Context: an optimization exercise on an open-source flow, tuned for small area, a short achievable clock period and few clock cycles per item. The choices shown serve that exercise and are no tape-out recipe. The RTL was checked by simulation tests, not by an equivalence proof against the original design. No activity file was given, so power comes from the tool's default toggle rates.

==> design/flow/design.v <==
module cluster_finder (
    input  wire         clk,
    input  wire         rst,           
    input  wire [13:0]  cl_seed,       
    input  wire         in_valid,
    output wire         in_ready,
    input  wire [139:0] in_row,        
    input  wire [9:0]   in_miss,       
    input  wire [15:0]  in_cn,         
    input  wire [11:0]  in_addr,
    input  wire         in_ts_lost,
    input  wire         in_nsync,
    output wire         out_valid,
    input  wire         out_ready,
    output wire [191:0] out_frame
);
    integer i, d;
    function automatic gt14;
        input [13:0] a, b;
        reg   [15:0] g0, e0;
        reg   [7:0]  g1, e1;
        reg   [3:0]  g2, e2;
        reg   [1:0]  g3, e3;
        integer j;
        begin
            g0 = {2'b00, a & ~b};
            e0 = {2'b11, ~(a ^ b)};
            for (j = 0; j < 8; j = j + 1) begin
                g1[j] = g0[2*j+1] | (e0[2*j+1] & g0[2*j]);
                e1[j] = e0[2*j+1] & e0[2*j];
            end
            for (j = 0; j < 4; j = j + 1) begin
                g2[j] = g1[2*j+1] | (e1[2*j+1] & g1[2*j]);
                e2[j] = e1[2*j+1] & e1[2*j];
            end
            for (j = 0; j < 2; j = j + 1) begin
                g3[j] = g2[2*j+1] | (e2[2*j+1] & g2[2*j]);
                e3[j] = e2[2*j+1] & e2[2*j];
            end
            gt14 = g3[1] | (e3[1] & g3[0]);
        end
    endfunction
    function automatic [7:0] low8;
        input [7:0] v;
        integer j;
        begin
            for (j = 0; j < 8; j = j + 1)
                low8[j] = v[j] & ((v & ((8'd1 << j) - 8'd1)) == 8'd0);
        end
    endfunction
    reg  [13:0]  thr;
    always @(posedge clk)
        if (rst)
            thr <= (cl_seed == 14'd0) ? 14'd1 : cl_seed;
    reg  [3:0]   nidx;              
    reg          rdy;               
    wire         take = in_valid & rdy;
    wire         ring_row = (nidx == 4'd0) || (nidx == 4'd9);
    wire [9:0]   miss_in  = in_miss & (ring_row ? 10'h3ff : 10'h201);
    reg  [139:0] row_in;
    always @(*)
        for (i = 0; i < 10; i = i + 1)
            row_in[14*i +: 14] = miss_in[i] ? 14'd0 : in_row[14*i +: 14];
    reg  [139:0] rx;                
    reg  [9:0]   mx;
    reg          xv;                
    reg  [3:0]   xidx;              
    reg  [29:0]  hx;                
    reg  [139:0] ra, rb, rc;        
    reg  [9:0]   ma, mb, mc;
    reg  [2:0]   rrow;              
    reg  [7:0]   candc;             
    reg  [7:0]   pend;              
    reg  [7:0]   sel;               
    reg          eofp;              
    reg          done_r;            
    reg          eacc;              
    reg  [9:0]   g;                 
    reg  [9:0]   vn;                
    reg  [9:0]   vne;               
    reg  [9:0]   vnw;               
    reg  [9:0]   vt;                
    always @(*) begin
        g = 10'd0; vn = 10'd0; vne = 10'd0; vnw = 10'd0; vt = 10'd0;
        for (i = 1; i < 10; i = i + 1)
            g[i] = gt14(rx[14*i +: 14], rx[14*(i-1) +: 14]);
        for (i = 1; i < 9; i = i + 1) begin
            vn[i] = gt14(rx[14*i +: 14], rc[14*i +: 14]);
            vt[i] = ~gt14(thr, rx[14*i +: 14]);
        end
        for (i = 0; i < 9; i = i + 1)
            vne[i] = gt14(rx[14*i +: 14], rc[14*(i+1) +: 14]);
        for (i = 1; i < 10; i = i + 1)
            vnw[i] = gt14(rx[14*i +: 14], rc[14*(i-1) +: 14]);
    end
    reg  [7:0]   candx;             
    reg  [7:0]   seedc;             
    always @(*)
        for (i = 1; i < 9; i = i + 1) begin
            candx[i-1] = vt[i] & g[i] & ~g[i+1] & vn[i] & vne[i] & vnw[i];
            seedc[i-1] = candc[i-1] & ~vn[i] & ~vne[i-1] & ~vnw[i+1];
        end
    wire         own_x = (xidx != 4'd0) && (xidx != 4'd9);
    reg          cvalid, ceof;      
    reg          ovalid;
    reg          cfin;              
    wire         lock   = ovalid | ceof | cfin;      
    wire         last1  = ((pend & ~sel) == 8'd0);
    wire         iss    = ~lock & (pend != 8'd0);
    wire         iss_e  = ~lock & eofp & last1;
    wire         shift  = xv & done_r;
    wire [7:0]   pend_s = iss ? (pend & ~sel) : pend;       
    wire         eofp_s = eofp & ~iss_e;
    wire [7:0]   pend_n = shift ? seedc : pend_s;
    wire         eofp_n = shift ? (xidx == 4'd9) : eofp_s;
    wire [7:0]   sel_n  = low8(pend_n);
    wire         lock_n = (ovalid & ~out_ready) | cfin | ceof | iss_e;
    wire         done_n = ((pend_n == 8'd0) & ~eofp_n)
                        | (~lock_n & ((pend_n & ~sel_n) == 8'd0));
    wire         xv_n   = rdy ? in_valid : 1'b1;
    wire [3:0]   xidx_n = rdy ? nidx : xidx;
    wire         ok_n   = done_n & ~((xidx_n == 4'd9) & lock_n);
    reg  [2:0]   q;
    reg  [13:0]  wn, wne, we, wse, ws, wsw, ww, wnw, wc;
    reg  [8:0]   wm;
    always @(*) begin
        q = 3'd0;
        wn = 14'd0; wne = 14'd0; we = 14'd0; wse = 14'd0; ws = 14'd0;
        wsw = 14'd0; ww = 14'd0; wnw = 14'd0; wc = 14'd0; wm = 9'd0;
        for (i = 0; i < 8; i = i + 1) begin
            q   = q   | (sel[i] ? i[2:0] : 3'd0);
            wnw = wnw | ({14{sel[i]}} & ra[14*i     +: 14]);
            wn  = wn  | ({14{sel[i]}} & ra[14*(i+1) +: 14]);
            wne = wne | ({14{sel[i]}} & ra[14*(i+2) +: 14]);
            ww  = ww  | ({14{sel[i]}} & rb[14*i     +: 14]);
            wc  = wc  | ({14{sel[i]}} & rb[14*(i+1) +: 14]);
            we  = we  | ({14{sel[i]}} & rb[14*(i+2) +: 14]);
            wsw = wsw | ({14{sel[i]}} & rc[14*i     +: 14]);
            ws  = ws  | ({14{sel[i]}} & rc[14*(i+1) +: 14]);
            wse = wse | ({14{sel[i]}} & rc[14*(i+2) +: 14]);
            wm  = wm  | ({9{sel[i]}} & {ma[i +: 3], mb[i +: 3], mc[i +: 3]});
        end
    end
    wire [17:0]  a0 = wc,  a1 = wn,  a2 = wne, a3 = we, a4 = wse;
    wire [17:0]  a5 = ws,  a6 = wsw, a7 = ww,  a8 = wnw;
    wire [17:0]  s1 = a0 ^ a1 ^ a2, c1 = {(a0 & a1 | a0 & a2 | a1 & a2), 1'b0};
    wire [17:0]  s2 = a3 ^ a4 ^ a5, c2 = {(a3 & a4 | a3 & a5 | a4 & a5), 1'b0};
    wire [17:0]  s3 = a6 ^ a7 ^ a8, c3 = {(a6 & a7 | a6 & a8 | a7 & a8), 1'b0};
    wire [17:0]  s4 = s1 ^ c1 ^ s2, c4 = {(s1 & c1 | s1 & s2 | c1 & s2), 1'b0};
    wire [17:0]  s5 = c2 ^ s3 ^ c3, c5 = {(c2 & s3 | c2 & c3 | s3 & c3), 1'b0};
    wire [17:0]  s6 = s4 ^ c4 ^ s5, c6 = {(s4 & c4 | s4 & s5 | c4 & s5), 1'b0};
    wire [17:0]  s7 = s6 ^ c6 ^ c5, c7 = {(s6 & c6 | s6 & c5 | c6 & c5), 1'b0};
    reg  [17:0]  kg, kp, sum9;
    always @(*) begin
        kg = s7 & c7;
        kp = s7 ^ c7;
        for (d = 1; d < 18; d = d * 2)
            for (i = 17; i >= 0; i = i - 1)
                if (i >= d) begin
                    kg[i] = kg[i] | (kp[i] & kg[i-d]);
                    kp[i] = kp[i] & kp[i-d];
                end
        sum9 = (s7 ^ c7) ^ {kg[16:0], 1'b0};
    end
    wire         em  = (wm != 9'd0);
    wire         t01 = gt14(wne, wn);
    wire         t23 = gt14(wse, we);
    wire         t45 = gt14(wsw, ws);
    wire         t67 = gt14(wnw, ww);
    wire [13:0]  m01 = t01 ? wne : wn;
    wire [13:0]  m23 = t23 ? wse : we;
    wire [13:0]  m45 = t45 ? wsw : ws;
    wire [13:0]  m67 = t67 ? wnw : ww;
    wire         t03 = gt14(m23, m01);
    wire         t47 = gt14(m67, m45);
    wire [13:0]  m03 = t03 ? m23 : m01;
    wire [13:0]  m47 = t47 ? m67 : m45;
    wire [1:0]   s03 = {t03, t03 ? t23 : t01};
    wire [1:0]   s47 = {t47, t47 ? t67 : t45};
    reg  [5:0]   ck;                
    reg  [17:0]  csum;
    reg          cem;
    reg  [13:0]  cm03, cm47;
    reg  [1:0]   cs03, cs47;
    wire         ct07   = gt14(cm47, cm03);
    wire [2:0]   cshape = ct07 ? {1'b1, cs47} : {1'b0, cs03};
    wire         covf   = (csum[17:14] != 4'd0);      
    wire [13:0]  cen    = covf ? 14'h3fff : csum[13:0];
    wire [23:0]  cdat   = {ck, cen, cem, cshape};
    reg  [23:0]  cl [0:5];
    reg  [2:0]   nseed;             
    reg          clr;               
    reg  [5:0]   above;
    reg  [23:0]  cln [0:5];
    always @(*) begin
        for (i = 0; i < 6; i = i + 1)
            above[i] = cvalid & (covf ? (cl[i][17:4] != 14'h3fff)
                                      : gt14(csum[13:0], cl[i][17:4]));
        cln[0] = above[0] ? cdat : cl[0];
        for (i = 1; i < 6; i = i + 1)
            cln[i] = above[i] ? (above[i-1] ? cl[i-1] : cdat) : cl[i];
    end
    wire [2:0]   nseedn = (cvalid && nseed != 3'd7) ? nseed + 3'd1 : nseed;
    reg  [29:0]  hout;              
    reg          eout, oovf;
    reg  [15:0]  crc;
    wire [175:0] bodyn = {hout[29:2], hout[1], eout, oovf, hout[0],
                          cl[0], cl[1], cl[2], cl[3], cl[4], cl[5]};
    wire [258:0] cx;
    assign cx[0] = bodyn[140] ^ bodyn[141];
    assign cx[1] = bodyn[66] ^ bodyn[109];
    assign cx[2] = bodyn[67] ^ bodyn[110];
    assign cx[3] = bodyn[142] ^ bodyn[143];
    assign cx[4] = bodyn[68] ^ bodyn[111];
    assign cx[5] = bodyn[69] ^ bodyn[112];
    assign cx[6] = bodyn[52] ^ bodyn[162];
    assign cx[7] = bodyn[55] ^ bodyn[107];
    assign cx[8] = bodyn[63] ^ bodyn[106];
    assign cx[9] = bodyn[65] ^ bodyn[108];
    assign cx[10] = bodyn[70] ^ bodyn[113];
    assign cx[11] = bodyn[139] ^ bodyn[158];
    assign cx[12] = bodyn[53] ^ bodyn[159];
    assign cx[13] = bodyn[71] ^ bodyn[114];
    assign cx[14] = bodyn[160] ^ bodyn[163];
    assign cx[15] = bodyn[22] ^ bodyn[155];
    assign cx[16] = bodyn[51] ^ bodyn[161];
    assign cx[17] = bodyn[138] ^ cx[0];
    assign cx[18] = bodyn[144] ^ bodyn[145];
    assign cx[19] = bodyn[164] ^ cx[1];
    assign cx[20] = bodyn[165] ^ cx[2];
    assign cx[21] = bodyn[166] ^ cx[4];
    assign cx[22] = bodyn[54] ^ bodyn[154];
    assign cx[23] = bodyn[167] ^ cx[5];
    assign cx[24] = bodyn[168] ^ cx[10];
    assign cx[25] = bodyn[169] ^ cx[13];
    assign cx[26] = bodyn[61] ^ bodyn[104];
    assign cx[27] = bodyn[62] ^ bodyn[105];
    assign cx[28] = bodyn[28] ^ bodyn[171];
    assign cx[29] = bodyn[56] ^ bodyn[156];
    assign cx[30] = bodyn[58] ^ bodyn[72];
    assign cx[31] = bodyn[64] ^ cx[3];
    assign cx[32] = bodyn[152] ^ cx[6];
    assign cx[33] = cx[7] ^ cx[11];
    assign cx[34] = bodyn[23] ^ bodyn[29];
    assign cx[35] = bodyn[57] ^ bodyn[157];
    assign cx[36] = bodyn[59] ^ bodyn[73];
    assign cx[37] = bodyn[85] ^ cx[12];
    assign cx[38] = bodyn[174] ^ cx[14];
    assign cx[39] = bodyn[24] ^ bodyn[30];
    assign cx[40] = bodyn[60] ^ bodyn[74];
    assign cx[41] = bodyn[25] ^ bodyn[31];
    assign cx[42] = bodyn[153] ^ cx[26];
    assign cx[43] = bodyn[11] ^ bodyn[19];
    assign cx[44] = bodyn[12] ^ bodyn[20];
    assign cx[45] = bodyn[26] ^ bodyn[32];
    assign cx[46] = bodyn[84] ^ bodyn[98];
    assign cx[47] = bodyn[95] ^ bodyn[173];
    assign cx[48] = bodyn[96] ^ cx[9];
    assign cx[49] = bodyn[115] ^ bodyn[170];
    assign cx[50] = bodyn[137] ^ cx[17];
    assign cx[51] = bodyn[146] ^ cx[18];
    assign cx[52] = bodyn[151] ^ cx[16];
    assign cx[53] = bodyn[175] ^ cx[8];
    assign cx[54] = cx[15] ^ cx[20];
    assign cx[55] = bodyn[13] ^ bodyn[21];
    assign cx[56] = bodyn[116] ^ cx[36];
    assign cx[57] = bodyn[10] ^ cx[19];
    assign cx[58] = bodyn[14] ^ bodyn[90];
    assign cx[59] = bodyn[88] ^ cx[21];
    assign cx[60] = bodyn[117] ^ bodyn[172];
    assign cx[61] = bodyn[15] ^ bodyn[91];
    assign cx[62] = bodyn[89] ^ cx[23];
    assign cx[63] = bodyn[8] ^ bodyn[16];
    assign cx[64] = bodyn[9] ^ bodyn[17];
    assign cx[65] = bodyn[18] ^ bodyn[94];
    assign cx[66] = cx[22] ^ cx[27];
    assign cx[67] = bodyn[48] ^ bodyn[80];
    assign cx[68] = bodyn[49] ^ bodyn[81];
    assign cx[69] = bodyn[75] ^ cx[29];
    assign cx[70] = bodyn[77] ^ bodyn[148];
    assign cx[71] = bodyn[136] ^ cx[50];
    assign cx[72] = cx[28] ^ cx[47];
    assign cx[73] = cx[30] ^ cx[49];
    assign cx[74] = cx[43] ^ cx[54];
    assign cx[75] = bodyn[27] ^ bodyn[50];
    assign cx[76] = bodyn[76] ^ bodyn[147];
    assign cx[77] = bodyn[78] ^ bodyn[149];
    assign cx[78] = bodyn[83] ^ bodyn[97];
    assign cx[79] = bodyn[99] ^ cx[34];
    assign cx[80] = cx[35] ^ cx[55];
    assign cx[81] = bodyn[79] ^ bodyn[150];
    assign cx[82] = bodyn[86] ^ cx[39];
    assign cx[83] = cx[57] ^ cx[58];
    assign cx[84] = bodyn[87] ^ cx[41];
    assign cx[85] = bodyn[101] ^ cx[24];
    assign cx[86] = bodyn[92] ^ cx[63];
    assign cx[87] = bodyn[100] ^ cx[25];
    assign cx[88] = cx[32] ^ cx[40];
    assign cx[89] = bodyn[93] ^ cx[42];
    assign cx[90] = cx[65] ^ cx[66];
    assign cx[91] = bodyn[33] ^ cx[48];
    assign cx[92] = bodyn[35] ^ cx[46];
    assign cx[93] = bodyn[42] ^ cx[72];
    assign cx[94] = bodyn[82] ^ bodyn[123];
    assign cx[95] = bodyn[121] ^ cx[33];
    assign cx[96] = bodyn[127] ^ cx[45];
    assign cx[97] = cx[31] ^ cx[44];
    assign cx[98] = cx[52] ^ cx[53];
    assign cx[99] = bodyn[5] ^ cx[37];
    assign cx[100] = bodyn[36] ^ cx[38];
    assign cx[101] = bodyn[122] ^ cx[75];
    assign cx[102] = bodyn[124] ^ cx[79];
    assign cx[103] = cx[56] ^ cx[80];
    assign cx[104] = bodyn[6] ^ cx[83];
    assign cx[105] = bodyn[34] ^ cx[60];
    assign cx[106] = bodyn[125] ^ cx[82];
    assign cx[107] = bodyn[7] ^ cx[61];
    assign cx[108] = bodyn[126] ^ cx[84];
    assign cx[109] = bodyn[4] ^ cx[87];
    assign cx[110] = bodyn[39] ^ bodyn[102];
    assign cx[111] = bodyn[40] ^ bodyn[103];
    assign cx[112] = cx[62] ^ cx[64];
    assign cx[113] = bodyn[43] ^ cx[85];
    assign cx[114] = bodyn[46] ^ cx[89];
    assign cx[115] = bodyn[47] ^ cx[90];
    assign cx[116] = bodyn[135] ^ cx[71];
    assign cx[117] = bodyn[118] ^ bodyn[132];
    assign cx[118] = cx[51] ^ cx[70];
    assign cx[119] = cx[67] ^ cx[96];
    assign cx[120] = cx[68] ^ cx[74];
    assign cx[121] = cx[69] ^ cx[73];
    assign cx[122] = cx[92] ^ cx[95];
    assign cx[123] = cx[93] ^ cx[120];
    assign cx[124] = bodyn[1] ^ bodyn[172];
    assign cx[125] = bodyn[119] ^ bodyn[133];
    assign cx[126] = bodyn[128] ^ cx[99];
    assign cx[127] = cx[76] ^ cx[78];
    assign cx[128] = cx[97] ^ cx[102];
    assign cx[129] = bodyn[37] ^ bodyn[44];
    assign cx[130] = bodyn[120] ^ bodyn[134];
    assign cx[131] = bodyn[129] ^ cx[59];
    assign cx[132] = cx[81] ^ cx[106];
    assign cx[133] = cx[104] ^ cx[129];
    assign cx[134] = bodyn[38] ^ bodyn[45];
    assign cx[135] = bodyn[130] ^ cx[107];
    assign cx[136] = bodyn[131] ^ cx[86];
    assign cx[137] = cx[59] ^ cx[109];
    assign cx[138] = cx[88] ^ cx[111];
    assign cx[139] = bodyn[41] ^ cx[113];
    assign cx[140] = cx[25] ^ cx[105];
    assign cx[141] = bodyn[103] ^ cx[116];
    assign cx[142] = bodyn[0] ^ cx[94];
    assign cx[143] = bodyn[27] ^ cx[91];
    assign cx[144] = bodyn[74] ^ cx[98];
    assign cx[145] = bodyn[86] ^ cx[119];
    assign cx[146] = bodyn[159] ^ cx[19];
    assign cx[147] = cx[117] ^ cx[121];
    assign cx[148] = cx[118] ^ cx[122];
    assign cx[149] = cx[146] ^ cx[148];
    assign cx[150] = bodyn[82] ^ bodyn[107];
    assign cx[151] = bodyn[87] ^ cx[101];
    assign cx[152] = bodyn[139] ^ cx[69];
    assign cx[153] = bodyn[153] ^ cx[127];
    assign cx[154] = cx[1] ^ cx[21];
    assign cx[155] = cx[20] ^ cx[51];
    assign cx[156] = cx[28] ^ cx[125];
    assign cx[157] = cx[68] ^ cx[77];
    assign cx[158] = cx[91] ^ cx[150];
    assign cx[159] = cx[100] ^ cx[103];
    assign cx[160] = cx[124] ^ cx[126];
    assign cx[161] = cx[152] ^ cx[158];
    assign cx[162] = cx[154] ^ cx[156];
    assign cx[163] = bodyn[2] ^ bodyn[50];
    assign cx[164] = bodyn[28] ^ cx[16];
    assign cx[165] = bodyn[29] ^ bodyn[53];
    assign cx[166] = bodyn[100] ^ cx[165];
    assign cx[167] = bodyn[106] ^ cx[14];
    assign cx[168] = bodyn[173] ^ cx[3];
    assign cx[169] = bodyn[175] ^ cx[9];
    assign cx[170] = cx[2] ^ cx[23];
    assign cx[171] = cx[17] ^ cx[133];
    assign cx[172] = cx[22] ^ cx[168];
    assign cx[173] = cx[30] ^ cx[40];
    assign cx[174] = cx[94] ^ cx[131];
    assign cx[175] = cx[130] ^ cx[170];
    assign cx[176] = cx[132] ^ cx[163];
    assign cx[177] = cx[164] ^ cx[174];
    assign cx[178] = bodyn[3] ^ bodyn[85];
    assign cx[179] = bodyn[30] ^ bodyn[75];
    assign cx[180] = bodyn[58] ^ bodyn[147];
    assign cx[181] = bodyn[80] ^ cx[4];
    assign cx[182] = bodyn[83] ^ bodyn[118];
    assign cx[183] = bodyn[174] ^ cx[134];
    assign cx[184] = cx[0] ^ cx[77];
    assign cx[185] = cx[6] ^ cx[52];
    assign cx[186] = cx[56] ^ cx[108];
    assign cx[187] = cx[62] ^ cx[135];
    assign cx[188] = cx[179] ^ cx[186];
    assign cx[189] = bodyn[23] ^ bodyn[99];
    assign cx[190] = bodyn[31] ^ bodyn[84];
    assign cx[191] = bodyn[37] ^ bodyn[136];
    assign cx[192] = bodyn[55] ^ bodyn[108];
    assign cx[193] = bodyn[59] ^ bodyn[148];
    assign cx[194] = bodyn[81] ^ bodyn[155];
    assign cx[195] = bodyn[119] ^ cx[24];
    assign cx[196] = cx[5] ^ cx[194];
    assign cx[197] = cx[29] ^ cx[136];
    assign cx[198] = cx[37] ^ cx[110];
    assign cx[199] = cx[76] ^ cx[190];
    assign cx[200] = cx[100] ^ cx[193];
    assign cx[201] = cx[137] ^ cx[191];
    assign cx[202] = bodyn[26] ^ bodyn[149];
    assign cx[203] = bodyn[38] ^ cx[44];
    assign cx[204] = bodyn[48] ^ bodyn[101];
    assign cx[205] = bodyn[54] ^ bodyn[64];
    assign cx[206] = bodyn[120] ^ cx[35];
    assign cx[207] = bodyn[140] ^ cx[112];
    assign cx[208] = cx[48] ^ cx[203];
    assign cx[209] = cx[81] ^ cx[108];
    assign cx[210] = cx[123] ^ cx[202];
    assign cx[211] = cx[206] ^ cx[209];
    assign cx[212] = bodyn[25] ^ bodyn[161];
    assign cx[213] = bodyn[92] ^ cx[112];
    assign cx[214] = bodyn[97] ^ cx[139];
    assign cx[215] = bodyn[150] ^ cx[42];
    assign cx[216] = bodyn[56] ^ bodyn[76];
    assign cx[217] = bodyn[60] ^ bodyn[128];
    assign cx[218] = bodyn[93] ^ cx[216];
    assign cx[219] = bodyn[142] ^ bodyn[152];
    assign cx[220] = bodyn[160] ^ cx[98];
    assign cx[221] = bodyn[162] ^ cx[12];
    assign cx[222] = cx[78] ^ cx[103];
    assign cx[223] = cx[217] ^ cx[219];
    assign cx[224] = cx[220] ^ cx[223];
    assign cx[225] = bodyn[57] ^ bodyn[77];
    assign cx[226] = bodyn[141] ^ cx[8];
    assign cx[227] = cx[33] ^ cx[38];
    assign cx[228] = cx[46] ^ cx[73];
    assign cx[229] = cx[74] ^ cx[140];
    assign cx[230] = cx[138] ^ cx[226];
    assign cx[231] = cx[225] ^ cx[229];
    assign cx[232] = cx[228] ^ cx[230];
    assign cx[233] = bodyn[41] ^ cx[45];
    assign cx[234] = bodyn[44] ^ bodyn[70];
    assign cx[235] = bodyn[78] ^ bodyn[144];
    assign cx[236] = bodyn[130] ^ cx[114];
    assign cx[237] = bodyn[163] ^ cx[7];
    assign cx[238] = cx[27] ^ cx[39];
    assign cx[239] = cx[61] ^ cx[237];
    assign cx[240] = cx[234] ^ cx[235];
    assign cx[241] = bodyn[45] ^ bodyn[71];
    assign cx[242] = bodyn[79] ^ cx[241];
    assign cx[243] = bodyn[131] ^ cx[18];
    assign cx[244] = bodyn[132] ^ cx[15];
    assign cx[245] = bodyn[171] ^ cx[41];
    assign cx[246] = cx[60] ^ cx[115];
    assign cx[247] = cx[244] ^ cx[246];
    assign cx[248] = bodyn[133] ^ bodyn[156];
    assign cx[249] = cx[53] ^ cx[114];
    assign cx[250] = cx[248] ^ cx[249];
    assign cx[251] = bodyn[102] ^ bodyn[134];
    assign cx[252] = bodyn[157] ^ cx[251];
    assign cx[253] = cx[34] ^ cx[70];
    assign cx[254] = cx[67] ^ cx[141];
    assign cx[255] = cx[86] ^ cx[253];
    assign cx[256] = bodyn[72] ^ cx[31];
    assign cx[257] = cx[64] ^ cx[256];
    assign cx[258] = bodyn[73] ^ cx[115];
    wire crcn_0 = ((((cx[145] ^ cx[147]) ^ (cx[97] ^ ((cx[10] ^ ((bodyn[104] ^ bodyn[4]) ^ (bodyn[88] ^ bodyn[8]))) ^ (cx[142] ^ cx[32])))) ^ (cx[71] ^ (cx[143] ^ cx[144]))) ^ (cx[123] ^ cx[149]));
    wire crcn_1 = (((cx[159] ^ cx[162]) ^ cx[160]) ^ (cx[161] ^ ((((((bodyn[43] ^ bodyn[89]) ^ cx[13]) ^ (bodyn[9] ^ (bodyn[105] ^ bodyn[34]))) ^ (cx[157] ^ cx[32])) ^ (cx[151] ^ cx[153])) ^ ((cx[155] ^ cx[50]) ^ cx[128]))));
    wire crcn_2 = ~(cx[171] ^ (cx[177] ^ (((cx[172] ^ ((((bodyn[115] ^ bodyn[22]) ^ cx[11]) ^ cx[105]) ^ (cx[166] ^ cx[167]))) ^ cx[176]) ^ (cx[175] ^ (((cx[169] ^ cx[173]) ^ (cx[80] ^ cx[92])) ^ (cx[118] ^ cx[153]))))));
    wire crcn_3 = (cx[149] ^ ((((cx[172] ^ cx[185]) ^ (cx[54] ^ cx[85])) ^ cx[188]) ^ (cx[187] ^ (((((bodyn[14] ^ bodyn[36]) ^ cx[178]) ^ (bodyn[61] ^ (bodyn[11] ^ bodyn[135]))) ^ ((cx[180] ^ cx[182]) ^ cx[181])) ^ ((cx[183] ^ cx[184]) ^ cx[102])))));
    wire crcn_4 = ~(cx[201] ^ ((((cx[155] ^ cx[195]) ^ (cx[198] ^ cx[88])) ^ (cx[132] ^ cx[197])) ^ (cx[200] ^ (((((bodyn[175] ^ bodyn[46]) ^ (bodyn[62] ^ bodyn[90])) ^ (cx[189] ^ cx[192])) ^ (cx[184] ^ cx[196])) ^ ((cx[199] ^ cx[96]) ^ (cx[3] ^ ((bodyn[117] ^ bodyn[122]) ^ (bodyn[12] ^ bodyn[15]))))))));
    wire crcn_5 = ~(cx[210] ^ ((((cx[89] ^ ((((bodyn[51] ^ bodyn[66]) ^ cx[180]) ^ (bodyn[91] ^ (bodyn[0] ^ bodyn[127]))) ^ ((cx[204] ^ cx[205]) ^ cx[167]))) ^ cx[207]) ^ cx[201]) ^ (cx[211] ^ ((((cx[63] ^ ((bodyn[138] ^ bodyn[13]) ^ (bodyn[24] ^ bodyn[47]))) ^ cx[208]) ^ cx[122]) ^ (cx[126] ^ cx[138])))));
    wire crcn_6 = ((cx[213] ^ (((cx[208] ^ cx[215]) ^ (cx[90] ^ cx[95])) ^ (cx[131] ^ cx[145]))) ^ (cx[214] ^ ((cx[104] ^ cx[160]) ^ (cx[200] ^ (((((bodyn[67] ^ bodyn[82]) ^ cx[0]) ^ (cx[110] ^ cx[212])) ^ (cx[101] ^ cx[79])) ^ ((cx[55] ^ ((bodyn[137] ^ bodyn[151]) ^ (bodyn[49] ^ bodyn[52]))) ^ cx[121]))))));
    wire crcn_7 = ~(cx[210] ^ ((((((cx[24] ^ cx[66]) ^ cx[151]) ^ (cx[82] ^ ((bodyn[98] ^ (bodyn[123] ^ bodyn[129])) ^ (cx[110] ^ cx[111])))) ^ (cx[187] ^ cx[222])) ^ ((cx[87] ^ ((cx[192] ^ ((bodyn[18] ^ bodyn[2]) ^ (bodyn[33] ^ bodyn[68]))) ^ (cx[218] ^ cx[221]))) ^ cx[224])) ^ cx[171]));
    wire crcn_8 = ~((cx[177] ^ cx[231]) ^ (cx[232] ^ (((cx[227] ^ ((((bodyn[109] ^ bodyn[3]) ^ (bodyn[54] ^ bodyn[69])) ^ ((bodyn[94] ^ bodyn[96]) ^ cx[134])) ^ ((cx[58] ^ cx[75]) ^ cx[84]))) ^ cx[139]) ^ (cx[197] ^ ((cx[135] ^ cx[215]) ^ cx[128])))));
    wire crcn_9 = ~(((cx[137] ^ cx[207]) ^ (cx[222] ^ ((((bodyn[154] ^ bodyn[164]) ^ (bodyn[35] ^ (bodyn[110] ^ bodyn[125]))) ^ (cx[169] ^ cx[233])) ^ ((cx[238] ^ cx[240]) ^ cx[136])))) ^ (cx[236] ^ (((cx[185] ^ cx[198]) ^ (cx[239] ^ cx[93])) ^ (cx[128] ^ cx[147]))));
    wire crcn_10 = ~((cx[213] ^ ((cx[106] ^ ((((bodyn[165] ^ bodyn[16]) ^ (bodyn[42] ^ bodyn[5])) ^ cx[166]) ^ (cx[125] ^ ((bodyn[111] ^ bodyn[126]) ^ (bodyn[143] ^ bodyn[158]))))) ^ (cx[143] ^ cx[159]))) ^ (cx[247] ^ ((cx[83] ^ (((cx[218] ^ cx[242]) ^ (cx[243] ^ cx[245])) ^ cx[113])) ^ cx[232])));
    wire crcn_11 = ~((cx[231] ^ cx[250]) ^ ((cx[133] ^ cx[214]) ^ (cx[188] ^ ((((cx[65] ^ ((bodyn[142] ^ bodyn[158]) ^ (bodyn[161] ^ bodyn[166]))) ^ cx[119]) ^ (cx[72] ^ ((bodyn[17] ^ (bodyn[102] ^ bodyn[112])) ^ (cx[117] ^ cx[130])))) ^ (cx[239] ^ (((cx[189] ^ cx[205]) ^ cx[173]) ^ (cx[37] ^ cx[51])))))));
    wire crcn_12 = ~(cx[254] ^ (cx[247] ^ ((((cx[252] ^ ((cx[11] ^ cx[26]) ^ cx[107])) ^ cx[109]) ^ cx[224]) ^ (cx[162] ^ (((cx[142] ^ cx[183]) ^ (cx[199] ^ cx[240])) ^ ((cx[36] ^ (bodyn[52] ^ (bodyn[167] ^ bodyn[24]))) ^ cx[255]))))));
    wire crcn_13 = (((cx[175] ^ cx[257]) ^ (((((cx[124] ^ cx[182]) ^ (cx[204] ^ cx[212])) ^ ((cx[47] ^ cx[49]) ^ cx[157])) ^ ((cx[238] ^ cx[242]) ^ cx[255])) ^ ((cx[33] ^ (((bodyn[124] ^ bodyn[129]) ^ (bodyn[145] ^ bodyn[155])) ^ ((bodyn[168] ^ bodyn[19]) ^ (bodyn[32] ^ bodyn[39])))) ^ (cx[88] ^ cx[99])))) ^ (cx[141] ^ cx[250]));
    wire crcn_14 = (((cx[116] ^ cx[161]) ^ (cx[176] ^ cx[236])) ^ (cx[258] ^ ((((((bodyn[173] ^ bodyn[20]) ^ (bodyn[26] ^ bodyn[40])) ^ ((bodyn[49] ^ bodyn[6]) ^ cx[77])) ^ ((bodyn[84] ^ (bodyn[10] ^ bodyn[116])) ^ cx[181])) ^ ((cx[221] ^ cx[245]) ^ (cx[252] ^ cx[38]))) ^ (((cx[8] ^ ((bodyn[121] ^ bodyn[144]) ^ (bodyn[146] ^ bodyn[169]))) ^ cx[195]) ^ cx[257]))));
    wire crcn_15 = ~(cx[254] ^ ((cx[144] ^ (((cx[127] ^ cx[196]) ^ (cx[233] ^ cx[243])) ^ ((cx[9] ^ ((bodyn[170] ^ bodyn[21]) ^ (bodyn[7] ^ bodyn[95]))) ^ cx[140]))) ^ (cx[258] ^ (((cx[227] ^ cx[57]) ^ (cx[31] ^ ((cx[178] ^ cx[43]) ^ cx[101]))) ^ cx[211]))));
    wire [15:0] crcn = {crcn_15, crcn_14, crcn_13, crcn_12, crcn_11, crcn_10, crcn_9, crcn_8, crcn_7, crcn_6, crcn_5, crcn_4, crcn_3, crcn_2, crcn_1, crcn_0};
    assign in_ready  = rdy;
    assign out_valid = ovalid;
    assign out_frame = {hout[29:2], hout[1], eout, oovf, hout[0],
                        cl[0], cl[1], cl[2], cl[3], cl[4], cl[5], crc};
    always @(posedge clk) begin
        if (rdy) begin
            rx   <= row_in;
            mx   <= miss_in;
            xidx <= nidx;
            if (nidx == 4'd0)
                hx <= {in_cn, in_addr, in_ts_lost, in_nsync};
        end
        if (shift) begin
            ra <= rb; rb <= rc; rc <= rx;
            ma <= mb; mb <= mc; mc <= mx;
            rrow <= xidx[2:0] - 3'd2;
            if (xidx == 4'd9)
                hout <= hx;
            eacc <= ((xidx == 4'd0) ? 1'b0 : eacc) | (mx != 10'd0);
        end
        sel <= sel_n;
        ck   <= {rrow, q};
        csum <= sum9;
        cem  <= em;
        cm03 <= m03;
        cm47 <= m47;
        cs03 <= s03;
        cs47 <= s47;
        if (iss_e)
            eout <= eacc;
        if (clr) begin
            for (i = 0; i < 6; i = i + 1)
                cl[i] <= 24'd0;
            nseed <= 3'd0;
        end else begin
            for (i = 0; i < 6; i = i + 1)
                cl[i] <= cln[i];
            nseed <= nseedn;
        end
        if (ceof)
            oovf <= (nseedn == 3'd7);
        if (cfin)
            crc  <= crcn;
        if (rst) begin
            nidx   <= 4'd0;
            xv     <= 1'b0;
            candc  <= 8'd0;
            pend   <= 8'd0;
            sel    <= 8'd0;
            eofp   <= 1'b0;
            done_r <= 1'b1;
            cvalid <= 1'b0;
            ceof   <= 1'b0;
            cfin   <= 1'b0;
            ovalid <= 1'b0;
            clr    <= 1'b1;
            rdy    <= 1'b1;
        end else begin
            if (take)
                nidx <= (nidx == 4'd9) ? 4'd0 : nidx + 4'd1;
            xv     <= xv_n;
            if (shift)
                candc <= own_x ? candx : 8'd0;
            pend   <= pend_n;
            eofp   <= eofp_n;
            done_r <= ok_n;
            rdy    <= ~xv_n | ok_n;
            cvalid <= iss;
            ceof   <= iss_e;
            cfin   <= ceof;
            ovalid <= cfin | (ovalid & ~out_ready);
            clr    <= ovalid & out_ready;
        end
    end
endmodule
==> design/flow/flow/run.sh <==
#!/bin/bash
# Own layout flow: the standard flow (standard.sh), with two changes.
#  1. Synthesis maps the logic with a delay-driven ABC script (flow/abc_speed.script)
#     and without Yosys's full-adder extraction, so that ABC sees whole logic cones.
#     Registers are mapped before ABC, exactly as in the standard synthesis.
#  2. Timing repair aims for a setup margin of SETUP_SLACK_MARGIN ns at the design's
#     clock period, so that repair works toward a shorter achieved period.
# Every tool's output goes to a log file in this folder (and ORFS's own logs under orfs/logs).
set -uo pipefail
HERE=$(pwd)
rm -rf "$HERE/scripts_own"
cp -r "$FLOW_HOME/scripts" "$HERE/scripts_own"
cp "$HERE/flow/abc_speed.script" "$HERE/scripts_own/abc_speed.script"
MARGIN=$(cat "$HERE/flow/margin.txt" 2>/dev/null || echo 14)
bash standard.sh SCRIPTS_DIR="$HERE/scripts_own" ADDER_MAP_FILE= SETUP_SLACK_MARGIN="$MARGIN" finish > "$HERE/standard_flow.log" 2>&1
status=$?
echo "standard.sh exit status $status" >> "$HERE/standard_flow.log"
exit $status
==> design/flow/flow/abc_speed.script <==
strash
dch
map -D 5000
topo
buffer -c
upsize -D 5000
dnsize -D 5000
stime -c
==> design/flow/flow/margin.txt <==
15
==> design/flow/standard.sh <==
#!/bin/bash
# synth_recipe.tcl (not shown) runs the flow's synth.tcl, then flattens the netlist and writes it again
# the make line also repeats each setting of config.mk as NAME=value (left out here)
make -C /OpenROAD-flow-scripts/flow DESIGN_CONFIG=/design/flow/config.mk WORK_HOME=/design/flow/orfs CLKGATE_MAP_FILE= SYNTH_SCRIPT=/design/flow/synth_recipe.tcl "${@:-finish}"
==> design/flow/config.mk <==
export PLATFORM = sky130hd
export DESIGN_NAME = cluster_finder
export DESIGN_NICKNAME = cluster_finder
export VERILOG_FILES = /design/flow/design.v
export SDC_FILE = /design/flow/constraint.sdc
export NUM_CORES = 4
export LEC_CHECK = 0
export CAP_MARGIN = 20
export CORE_MARGIN = 2
export CORE_UTILIZATION = 50
export CTS_CLUSTER_DIAMETER = 100
export CTS_CLUSTER_SIZE = 24
export PLACE_DENSITY = 0.65
export SLEW_MARGIN = 20
export TNS_END_PERCENT = 0
==> design/flow/constraint.sdc <==
create_clock -name core_clock -period 20.0 [get_ports {clk}]
set_input_delay 4.0000 -clock core_clock [delete_from_list [all_inputs] [get_ports {clk}]]
set_output_delay 4.0000 -clock core_clock [all_outputs]
set_load 0.01 [all_outputs]
==> results_dict.tcl, run 1 <==
set metrics [dict create \
    fmax_ghz 0.181 \
    final_common_cell "nor2_1" \
    fin_nets 7378 \
    synth_area_leader_cell "edfxtp_1" \
    postSynthCellCount 6836 \
    placed_area_um2 62700 \
    clockBufferDepth 3 \
    min_period_over_period_pct 27.6 \
    p_clk_share_pct 31.3 \
    grt_pass1_wl_um 357000 \
    hold_viol 0 \
    final_cells 8742 \
    avgSynthCellArea_um2 8.40 \
    syn-cell-area_um2 57400 \
    switching_power_w 0.00112 \
    vias_per_cell 6.45 \
    firstDrtPassIters 10 \
    die_y_um 343 \
    tritoncts "built" \
    totalWireLength_um 257000 \
    start_util_pct 50.3 \
    drc_errors 0 \
    slew_viol_final 0 \
    fin_crit_ns 5.51 \
    antenna_found_initial 27 \
    fp.coreArea_um2 114000 \
    utilization_pct 58.1 \
    crit_type "reg -> out" \
    p_int_w 0.00284 \
    ant_nets 0 \
    arrival_ns 1.51 \
    p_per_area_nw_per_um2 59.9 \
    cts_root_buffer "clkbuf_16" \
    slew_headroom_pct 24.3 \
    wl_per_cell_um 29.4 \
    outcome "complete, no violations" \
    ir_drop_mv 0.0691 \
    yosys_register_bits 940 \
    worstSkewPairLatency_ns 0.75 \
    synth.area.top_cells "edfxtp_1, dfxtp_1, a22oi_1" \
    hpwlAfterDp_um 190000 \
    place_inst 8487 \
    first_iter_violations 9227 \
    cts_max_level 2 \
    hp-class "reg -> reg" \
    maxCapViolCount 0 \
    yosysSeqAreaShare_pct 44.9 \
    grt_start_max_net_pins 103 \
    fin_skew_ns 0.0638 \
    swShare_pct 28.3 \
    startpoint_type "flop" \
    synth_edf_count 696 \
    synth.distinct_cells 55 \
    overflow 0 \
    async_flop_share_pct 0 \
    io_buffers 391 \
    syn-num-nets 7034 \
    cts_buffers 50 \
    crit_path_end_kind "primary output" \
    tightestPinTransition_ns 1.13 \
    tns_ns 0 \
    clk_pin_slew_ns 0.11 \
    pwr-share-seq_pct 58.2 \
    place.gp.congestion 1.06 \
    die_x_um 343 \
    rsz0062_at_grt "yes" \
    combPwrFrac_pct 10.5 \
    routed-via-count 56400 \
    cts_sinks 940 \
    die_area_um2 118000 \
    grt_pass1_vias 50400 \
    fin_hold_ws_ns 0.349 \
    postCtsHoldBufs 0 \
    synth_top_area_share_pct 36.4 \
    ios 392 \
    leakage_nw 26.2 \
    area_delta_synth_final_pct 15.4 \
    grtUsageTotal_pct 41.8 \
    ys.flop_type "edfxtp_1" \
    layout-drive-gt1-share_pct 8.13 \
    final_cell_mix "nor2_1, inv_1, nand2_1, edfxtp_1, a22oi_1" \
    setup_viol 0 \
    path_max_fanout 5 \
    critPathRequiredTime_ns 16.00 \
    rows 124 \
    final_area_um2 66200 \
    ys.warnings.count 3 \
]
## worst max-delay path: stages, from the launching register on
cell and delay (ns):
dfxtp_1 0.35, buf_6 0.17, clkdlybuf4s15_1 0.25
## kinds of logic (layout without fill, tap and decap cells)
kind of cell	Yosys count	count (layout)	synth area share (%)
and+or+nand+nor	2040	2044	14.4
adders and majority gates	3	3	0.0523
DFF	940	940	44.9
other	0	8	0
AOI/OAI and AO/OA	1983	1984	22.4
xor gates and xnor gates	679	679	10.4
buffers and inverters	1191	1572	7.81
## worst paths after layout
check	slack (ns)	startpoint	to	cells after the start
worst min-delay path	0.35	rrow[1]	ck[4]	0
worst max-delay path	14.49	cl[3][0]	out_frame[64]	2
worst max register to register	14.66	sel[2]	cm47[12]	24
worst min register to register	0.35	rrow[1]	ck[4]	0
## synth_stat cells, types with 8 or more instances
cell,instances
clkbuf_1,318
o211ai_1,23
a311oi_1,9
o311ai_0,18
a221o_1,12
o221ai_1,121
o22ai_1,211
a22oi_1,500
a21oi_1,436
clkinv_1,22
xnor2_1,321
o21a_1,8
or2_2,39
edfxtp_1,696
dfxtp_1,244
inv_1,829
nor2_1,928
a211oi_1,37
xor2_1,358
a2111oi_0,11
nand2_1,780
o2111ai_1,10
a31oi_1,37
a221oi_1,80
nor4_1,35
nand3_1,77
o31ai_1,9
buf_1,17
nand4_1,82
o21ai_0,412
nor3_1,84
## timing repair
action,4_1_cts,5_1_grt
pin swaps,0,9
setup buffers,104,43
gates resized for setup,535,102
gates cloned,0,6
endpoints found under the setup margin,337,357
## power by group through the flow
stage	combinational, W	sequential, W	clock (W)
floorplan	0.000264	0.00228	0
global placement	0.000396	0.00236	0
detailed placement	0.000402	0.00236	0
CTS	0.000403	0.00230	0.00124
global route	0.000448	0.00231	0.00130
finish	0.000417	0.00231	0.00124
## stage by stage
step | setup WS [ns] | total power (W)
floorplan | 14.68 | 0.00255
global placement | 13.73 | 0.00275
detailed placement | 13.63 | 0.00276
CTS | 14.49 | 0.00395
global route | 14.47 | 0.00406
finish | 14.49 | 0.00397
## layer usage
metal | global-route usage, % | wire [um]
met1 | 56.7 | 99100
met2 | 61.2 | 107000
met3 | 11.7 | 34300
met4 | 20.8 | 16000
met5 | 0.801 | 216
## final cells by class
cell class / count / area [um^2]
clock buffers: 77 / 1380
well taps: 1512 / 1890
flip-flops and latches: 940 / 26300
fillers: 10400 / 47800
clock inverters: 17 / 249
inverters: 852 / 3230
diodes: 8 / 20.0
multi-input cells: 4710 / 27500
repair buffers: 626 / 5730
## state kept, by name, indices dropped and copies added, names as in the netlist, 6 cells and up
| signal | flops |
|---|---|
| thr | 14 |
| candc | 8 |
| hx | 30 |
| pend | 7 |
| ra | 140 |
| hout | 30 |
| rx | 140 |
| mc | 10 |
| ck | 6 |
| cl | 144 |
| csum | 18 |
| mb | 10 |
| cm03 | 14 |
| ma | 10 |
| sel | 8 |
| crc | 16 |
| rc | 140 |
| mx | 10 |
| cm47 | 14 |
| rb | 140 |
Testbench counts, summed over its fixed seeds: cycles 3,282, frames 320.
==> run 2, diff against run 1 <==
--- a/design/flow/design.v
+++ b/design/flow/design.v
@@ -103,8 +103,7 @@
     wire         own_x = (xidx != 4'd0) && (xidx != 4'd9);
     reg          cvalid, ceof;      
     reg          ovalid;
-    reg          cfin;              
-    wire         lock   = ovalid | ceof | cfin;      
+    wire         lock   = ovalid | ceof;      
     wire         last1  = ((pend & ~sel) == 8'd0);
     wire         iss    = ~lock & (pend != 8'd0);
     wire         iss_e  = ~lock & eofp & last1;
@@ -114,7 +113,7 @@
     wire [7:0]   pend_n = shift ? seedc : pend_s;
     wire         eofp_n = shift ? (xidx == 4'd9) : eofp_s;
     wire [7:0]   sel_n  = low8(pend_n);
-    wire         lock_n = (ovalid & ~out_ready) | cfin | ceof | iss_e;
+    wire         lock_n = (ovalid & ~out_ready) | ceof | iss_e;
     wire         done_n = ((pend_n == 8'd0) & ~eofp_n)
                         | (~lock_n & ((pend_n & ~sel_n) == 8'd0));
     wire         xv_n   = rdy ? in_valid : 1'b1;
@@ -204,8 +203,8 @@
     reg  [29:0]  hout;              
     reg          eout, oovf;
     reg  [15:0]  crc;
-    wire [175:0] bodyn = {hout[29:2], hout[1], eout, oovf, hout[0],
-                          cl[0], cl[1], cl[2], cl[3], cl[4], cl[5]};
+    wire [175:0] bodyn = {hout[29:2], hout[1], eout, (nseedn == 3'd7), hout[0],
+                          cln[0], cln[1], cln[2], cln[3], cln[4], cln[5]};
     wire [258:0] cx;
     assign cx[0] = bodyn[140] ^ bodyn[141];
     assign cx[1] = bodyn[66] ^ bodyn[109];
@@ -522,10 +521,10 @@
                 cl[i] <= cln[i];
             nseed <= nseedn;
         end
-        if (ceof)
-            oovf <= (nseedn == 3'd7);
-        if (cfin)
+        if (ceof) begin
             crc  <= crcn;
+            oovf <= (nseedn == 3'd7);
+        end
         if (rst) begin
             nidx   <= 4'd0;
             xv     <= 1'b0;
@@ -536,7 +535,6 @@
             done_r <= 1'b1;
             cvalid <= 1'b0;
             ceof   <= 1'b0;
-            cfin   <= 1'b0;
             ovalid <= 1'b0;
             clr    <= 1'b1;
             rdy    <= 1'b1;
@@ -552,8 +550,7 @@
             rdy    <= ~xv_n | ok_n;
             cvalid <= iss;
             ceof   <= iss_e;
-            cfin   <= ceof;
-            ovalid <= cfin | (ovalid & ~out_ready);
+            ovalid <= ceof | (ovalid & ~out_ready);
             clr    <= ovalid & out_ready;
         end
     end
==> design/flow/flow/run.sh (replaced) <==
#!/bin/bash
set -uo pipefail
HERE=$(pwd)
MARGIN=$(cat "$HERE/flow/margin.txt" 2>/dev/null || echo 14)
bash standard.sh SETUP_SLACK_MARGIN="$MARGIN" finish > "$HERE/standard_flow.log" 2>&1
status=$?
echo "standard.sh exit status $status" >> "$HERE/standard_flow.log"
exit $status
--- a/design/flow/config.mk
+++ b/design/flow/config.mk
@@ -7,9 +7,9 @@
 export LEC_CHECK = 0
 export CAP_MARGIN = 20
 export CORE_MARGIN = 2
-export CORE_UTILIZATION = 50
+export CORE_UTILIZATION = 60
 export CTS_CLUSTER_DIAMETER = 100
 export CTS_CLUSTER_SIZE = 24
-export PLACE_DENSITY = 0.65
+export PLACE_DENSITY = 0.75
 export SLEW_MARGIN = 20
 export TNS_END_PERCENT = 0
removed: design/flow/flow/abc_speed.script
==> run 2 against run 1 <==
Net effect:
- clock power decreased by 9%
- routed wire length down 10%
- global-route usage shrank 0.19 points
- core utilization is 11 points higher
- area after synthesis increased by 11%
- combinational power up 18%
- largest power group unchanged
==> results_dict.tcl, run 2 <==
set metrics [dict create \
    largest_reg_flops 144 \
    first_iter_violations 7017 \
    startpoint_type "flop" \
    setup_viol 0 \
    synth_edf_count 696 \
    rows 119 \
    clk_pin_slew_ns 0.10 \
    synth_commonest_cells "ha_1, edfxtp_1, inv_1, a22oi_1, xnor2_1" \
    ir_drop_mv 0.0895 \
    hp-class "reg -> reg" \
    ff2ff_setup_slack_ns 14.11 \
    io_buffers 391 \
    crit_type "reg -> reg" \
    slowest_delay_ns 0.56 \
    holdCritStartpoint "rrow[2]" \
    arrival_ns 6.50 \
    cts_buffers 47 \
    utilization_pct 69.1 \
    muxShareOfSynthArea_pct 2.20 \
    die_x_um 330 \
    cp-startpoint "sel[6]" \
    area_delta_synth_final_pct 14.1 \
    leakage_nw 30.0 \
    crit_path_top_delay_cell "fa_1" \
    firstDrtPassIters 9 \
    tightestPinTransition_ns 1.19 \
    hold_path_depth 0 \
    min_period_over_period_pct 29.5 \
    fin_skew_ns 0.0558 \
    wl_per_cell_um 29.6 \
    die_area_um2 109000 \
    overflow 0 \
    rsz0062_at_grt "yes" \
    place.gp.congestion 1.05 \
    yosys_register_bits 939 \
    synth_compound_area_share_pct 15.8 \
    drc_errors 0 \
    yosys.area_share.xor_xnor_pct 8.70 \
    tns_ns 0 \
    synth_top_area_share_pct 32.7 \
    fillers 8036 \
    cts_sinks 939 \
    ios 392 \
    slew_headroom_pct 21.0 \
    grt_pass1_wl_um 331000 \
    syn-num-nets 7029 \
    synth_adder_area_share_pct 18.3 \
    crit_path_end_kind "flop" \
    multi_input_area_um2 35100 \
    synth.distinct_cells 86 \
    vias_per_cell 6.52 \
    cts_max_level 2 \
    path_buf_inv 6 \
    tritoncts "built" \
    grt_pass1_vias 50100 \
    fp.coreArea_um2 106000 \
    totalWireLength_um 230000 \
    grt_start_max_net_pins 186 \
    hpwlAfterDp_um 172000 \
    die_y_um 330 \
    routed-via-count 50800 \
    rr_endpoint "csum[16]" \
    ys.flop_type "edfxtp_1" \
    synth_area_leader_cell "edfxtp_1" \
    fmax_ghz 0.170 \
    path_max_fanout 8 \
    ff2ff_path_depth 27 \
    antenna_found_initial 8 \
    synth.area.top_cells "edfxtp_1, ha_1, dfxtp_1" \
    worstSkewPairLatency_ns 0.73 \
    outcome "complete, no violations" \
    maxCapViolCount 0 \
    ys.warnings.count 3 \
    yosysMostFrequentCell "ha_1" \
    start_util_pct 60.6 \
    final_common_cell "ha_1" \
    slew_viol_final 0 \
    register_area_um2 25900 \
    ant_nets 0 \
    hold_viol 0 \
    crit_family "adder cells" \
    synthSimpleGateAreaFrac_pct 9.31 \
    p_per_area_nw_per_um2 54.0 \
    fin_crit_ns 5.89 \
    cts_root_buffer "clkbuf_16" \
    yosysSeqAreaShare_pct 40.3 \
    largest-register "cl" \
    hold_end "ck[5]" \
    syn-cell-area_um2 63900 \
    rr_startpoint "sel[6]" \
    critPathRequiredTime_ns 20.61 \
    postSynthCellCount 5955 \
    fin_nets 7444 \
    synth_top_family_by_area "adder cells" \
    clockBufferDepth 3 \
    grtUsageTotal_pct 41.6 \
    layout-drive-gt1-share_pct 8.26 \
    async_flop_share_pct 0 \
    final_cell_mix "ha_1, edfxtp_1, inv_1, a22oi_1, xnor2_1" \
    avgSynthCellArea_um2 10.7 \
]
==> run 2: cell count changes in the layout (fill, tap and decap cells not counted), sizes merged, moves of 191 or more <==
cell / before / now
nor2: 929 / 303
o22ai: 211 / 3
o21ai: 412 / 185
ha: 0 / 781
nand2: 783 / 163
xor2: 358 / 127
a21oi: 436 / 242
inv: 832 / 586
clkdlybuf4s50: 196 / 387
==> run 2: cell type report <==
class / count / area share [%]
multi-input cells: 4172 / 48.1
flip-flops and latches: 939 / 35.5
repair buffers: 628 / 9.11
inverters: 582 / 3.01
well taps: 1391 / 2.39
clock buffers: 63 / 1.72
clock inverters: 11 / 0.187
diodes: 2 / 0.00686
==> run 2: worst max-delay path by stage <==
| stage | end | depth (start not counted) |
|---|---|---|
| finish | csum[16] | 27 |
| global route | csum[16] | 27 |
| CTS | csum[16] | 29 |
| detailed placement | csum[16] | 29 |
| global placement | csum[16] | 29 |
| floorplan | csum[16] | 31 |
==> run 2: metal layers <==
layer	global-route usage, %	vias up	routed length [um]
met1	47.8	24300	80000
met4	33.7	4	22900
met3	7.24	874	20400
li1	-	22400	-
met5	0	-	24
met2	68.5	3250	107000
==> run 2: through the flow <==
step | setup slack, ns | instance area [um^2] | cells | hold slack, ns | total power (W)
3_3_place_gp | 12.95 | 69200 | 7563 | 0.329 | 0.00282
5_1_grt | 13.93 | 73000 | 7786 | 0.359 | 0.00406
6_report | 14.11 | 73000 | 7788 | 0.352 | 0.00394
2_1_floorplan | 14.43 | 64500 | 5955 | 0.323 | 0.00259
4_1_cts | 14.26 | 72700 | 7769 | 0.353 | 0.00393
3_5_place_dp | 12.85 | 69200 | 7563 | 0.330 | 0.00284
==> run 2: timing repair <==
action,CTS,global route
hold buffers,0,0
setup buffers,113,16
cloned,19,1
setup endpoints to repair,262,260
pin swaps,43,44
gates resized for setup,153,22
==> run 2: kinds of logic (layout without fill, tap and decap cells) <==
kind of cell    Yosys count  count (layout)
compound gates         1454            1454
simple gates           1120            1121
flops                   939             939
fa+ha+maj               879             879
buf+inv                 845            1284
xor+xnor                581             581
mux                     137             137
other cells               0               2
==> run 2: power breakdown <==
group	switching (W)	internal [W]	total [W]
combinational	0.000271	0.000223	0.000493
clock	0.000676	0.000454	0.00113
sequential	0.000132	0.00218	0.00232
total	0.00108	0.00286	0.00394
==> run 2: worst reg2reg max path: cells and delay by family (launching register included) <==
| family | cells | cell delay, ns |
|---|---|---|
| and+or+nand+nor | 3 | 0.47 |
| buffers and inverters | 6 | 0.74 |
| DFF | 1 | 0.39 |
| adders and majority gates | 5 | 2.30 |
| AOI/OAI and AO/OA | 12 | 1.73 |
| xor gates and xnor gates | 1 | 0.13 |
Testbench counts of run 2, summed over its fixed seeds: cycles 3,240, frames 320.

[what the ideal ports hide]
The results above use ideal ports. As a check the final layouts listed here were re-extracted and re-timed, cells and wires unchanged. Step 1, drivers: a clkbuf_16 drives clk and a buf_2 each remaining input, both assumed. Step 2 adds t to the input delays and takes it off the output delays; t is the mean of the earliest and latest rising clock arrival at the registers after step 1. Input paths then give back, and output paths get back, about the clock's delay inside the block. Slacks: no drivers / after step 1 / after step 2; pairs: no drivers / after step 1.
run	t (ns)	setup slack, ns	hold slack, ns	worst setup path after step 2
run 1	0.799	14.486 / 14.401 / 13.874	0.349 / 0.349 / 0.349	input to register
run 2	0.784	14.108 / 14.108 / 14.013	0.352 / 0.352 / 0.352	input to register
After both steps every run listed still meets setup and hold. For run 1, which loses most, drivers alone change the setup slack by -0.085 ns; drivers and shift together by -0.612 ns.
